Background: an optimization exercise with open tools, aiming at small area, a short achievable clock period and few clock cycles. Do not read the settings as production practice. Power figures rest on the tool's default switching activity, not on a simulated workload.

Design pvc_decoder, start of the top module:
module pvc_decoder (
    input  wire        clk,
    input  wire        rst,
    input  wire        s_valid,
    output wire        s_ready,
    input  wire [19:0] s_last,
    input  wire [19:0] s_desc,
    input  wire        s_eob,
    input  wire [13:0] s_bits,
    input  wire        b_valid,
    output wire        b_ready,
    input  wire [19:0] b_data,
    output reg         r_valid,
    output reg  [19:0] r_value,
    output reg         v_valid,
    output reg         v_ok,
    output wire [13:0] v_used
);
    reg        dfull;           
    reg [2:0]  dmode;
    reg [3:0]  dq;
    reg        disd;            
    reg [19:0] dlast;
    reg        deob;
    reg        dfirst;          
    reg        nfirst;          
    reg        gd, gn;          
    reg        sr;              
    reg [13:0] brem;
    reg [2:0]  ib;
    reg        past;            
    reg        drain;           
    reg [19:0] s0, s1, s2;
    reg [2:0]  v;
    reg [4:0]  p;               
    reg        vvalid;
    reg [19:0] vy;              
    reg [19:0] vlast;
    reg [3:0]  vsh;             
    reg        vadd;            
    reg        vkeep;           
    reg        veob;
    reg [4:0]  vw;
    reg        vok;
    reg        vfirst;
    reg [13:0] acc;
    assign s_ready = sr;
    assign b_ready = !v[2];
    assign v_used  = acc;
    wire take   = s_valid && sr;
    wire arrive = b_valid && !v[2];
    wire g      = disd ? gd : gn;
    wire dec    = dfull && g;
    wire [59:0] win = {ib[2] ? s2 : 20'd0, ib[1] ? s1 : 20'd0, ib[0] ? s0 : 20'd0};
  ...
Size in the first run: about 2100 cells after synthesis, about 120 I/O pins, about 15000 um2 of cells after synthesis.
export LEC_CHECK = 0
export ABC_AREA = 1
export CAP_MARGIN = 20
export CORE_MARGIN = 2
export CORE_UTILIZATION = 40
export SETUP_SLACK_MARGIN = 5
export SLEW_MARGIN = 20
create_clock -name core_clock -period 12.0 [get_ports {clk}]
run.sh (not shown) runs the stock make flow with config.mk's settings and CLKGATE_MAP_FILE= SYNTH_SCRIPT=/design/flow/synth_recipe.tcl, a recipe that flattens the netlist after the stock synthesis.
The baseline went through all stages and came out clean.
Then changed:
--- a/flow/design.v
+++ b/flow/design.v
@@ -26,31 +26,21 @@
     reg        nfirst;          
     reg        gd, gn;          
     reg        sr;              
     reg [13:0] brem;
     reg [2:0]  ib;
     reg        past;            
     reg        drain;           
     reg [19:0] s0, s1, s2;
     reg [2:0]  v;
     reg [4:0]  p;               
-    reg        vvalid;
-    reg [19:0] vy;              
-    reg [19:0] vlast;
-    reg [3:0]  vsh;             
-    reg        vadd;            
-    reg        vkeep;           
-    reg        veob;
-    reg [4:0]  vw;
-    reg        vok;
-    reg        vfirst;
-    reg [13:0] acc;
+    reg [13:0] acc;             
     assign s_ready = sr;
     assign b_ready = !v[2];
     assign v_used  = acc;
     wire take   = s_valid && sr;
     wire arrive = b_valid && !v[2];
     wire g      = disd ? gd : gn;
     wire dec    = dfull && g;
     wire [59:0] win = {ib[2] ? s2 : 20'd0, ib[1] ? s1 : 20'd0, ib[0] ? s0 : 20'd0};
     wire [38:0] xa = p[4] ? {12'd0, win[42:16]} : win[38:0];
     wire [30:0] xb = p[3] ? xa[38:8] : xa[30:0];
@@ -146,48 +136,47 @@
     wire       oke  = n2;
     wire       alls = !ctx && allk;
     wire       oksn = alls || n2;
     wire       oksd = alls || n3 || (n2 && p < 5'd17);
     wire gd_nxt = !drain_nxt && (dec ? (deob ? oke : okd) : oksd);
     wire gn_nxt = !drain_nxt && (dec ? (deob ? oke : okn) : oksn);
     wire isd_nxt = sr ? (s_desc[19:17] == 3'd1) : disd;
     wire [2:0] gib = ctx ? 3'b111 : ibsub;
     wire blk_nxt = !drain_nxt && !(deob_nxt && gib[2]);
     wire sr_nxt  = blk_nxt && (!dfull_nxt || (isd_nxt ? gd_nxt : gn_nxt));
-    wire [19:0] z = vy << vsh;
-    wire [19:0] r = vadd ? vlast + vy : vkeep ? vlast : z;
+    wire [3:0]  sh = (dmode == 3'd2 || dmode == 3'd4) ? dq : 4'd0;
+    wire [19:0] z  = y << sh;
+    wire [19:0] r  = (disd && L != 4'd0) ? dlast + y : (isp && !P) ? dlast : z;
     always @(posedge clk) begin
         if (rst) begin
             dfull   <= 1'b0;
             nfirst  <= 1'b1;
             gd      <= 1'b0;
             gn      <= 1'b0;
             sr      <= 1'b0;
             v       <= 3'd0;
             p       <= 5'd0;
             drain   <= 1'b0;
-            vvalid  <= 1'b0;
             r_valid <= 1'b0;
             v_valid <= 1'b0;
         end else begin
             dfull   <= dfull_nxt;
             gd      <= gd_nxt;
             gn      <= gn_nxt;
             sr      <= sr_nxt;
             v       <= v_nxt;
             p       <= p_nxt;
             drain   <= drain_nxt;
             if (take)
                 nfirst <= s_eob;
-            vvalid  <= dec;
-            r_valid <= vvalid;
-            v_valid <= vvalid && veob;
+            r_valid <= dec;
+            v_valid <= dec && deob;
         end
         if (sr) begin
             dmode  <= s_desc[19:17];
             disd   <= (s_desc[19:17] == 3'd1);
             dq     <= s_desc[15:12];
             dlast  <= s_last;
             deob   <= s_eob;
             dfirst <= nfirst;
         end
         brem <= ctx ? s_bits : bsub;
@@ -206,25 +195,16 @@
                 s0 <= v[1] ? s1 : b_data;
                 s1 <= v[2] ? s2 : b_data;
                 s2 <= b_data;
             end
             default: begin
                 s0 <= v[2] ? s2 : b_data;
                 s1 <= b_data;
                 s2 <= b_data;
             end
         endcase
-        vy     <= y;
-        vlast  <= dlast;
-        vsh    <= (dmode == 3'd2 || dmode == 3'd4) ? dq : 4'd0;
-        vadd   <= disd && (L != 4'd0);
-        vkeep  <= isp && !P;
-        veob   <= deob;
-        vw     <= w;
-        vok    <= !past && s_eq;
-        vfirst <= dfirst;
         r_value <= r;
-        v_ok    <= vok;
-        if (vvalid)
-            acc <= (vfirst ? 14'd0 : acc) + {9'd0, vw};
+        v_ok    <= !past && s_eq;
+        if (dec)
+            acc <= (dfirst ? 14'd0 : acc) + {9'd0, w};
     end
 endmodule
- The changed run completed with no timing, DRC or antenna violations
- routed wire length falls by 2.2%
- utilization rises by 0.87 points
- via count hardly moves
- die area falls by 6.4%
- global-route usage rises by 1.7 points
- sequential power falls by 27%
Function was not checked in any run of this note: the RTL went through the layout flow alone.

port drivers added, routing unchanged:
Ports are ideal in the flow. The routed layouts listed here were re-timed in OpenROAD.
Step 1, drivers: a clkbuf_16 drives clk and a buf_2 each remaining input, both assumed.
Step 2 times the ports against the registers' clock, not the clock port: input delays grow and output delays shrink by t, the midpoint of the rising clock arrivals with the driver on.
a / b / c = ideal / step 1 / step 2; a / b = the first two.
| run | t, ns | slack for setup (ns) | worst register clock-pin slew, ns | worst data-port slew with drivers (ns) |
|---|---|---|---|---|
| the first run | 0.577 | 5.530 / 5.530 / 5.530 | 0.07 / 0.07 | 0.05 |
| the second run | 0.503 | 5.521 / 5.521 / 5.521 | 0.08 / 0.08 | 0.04 |
After both steps every run listed still meets setup and hold.
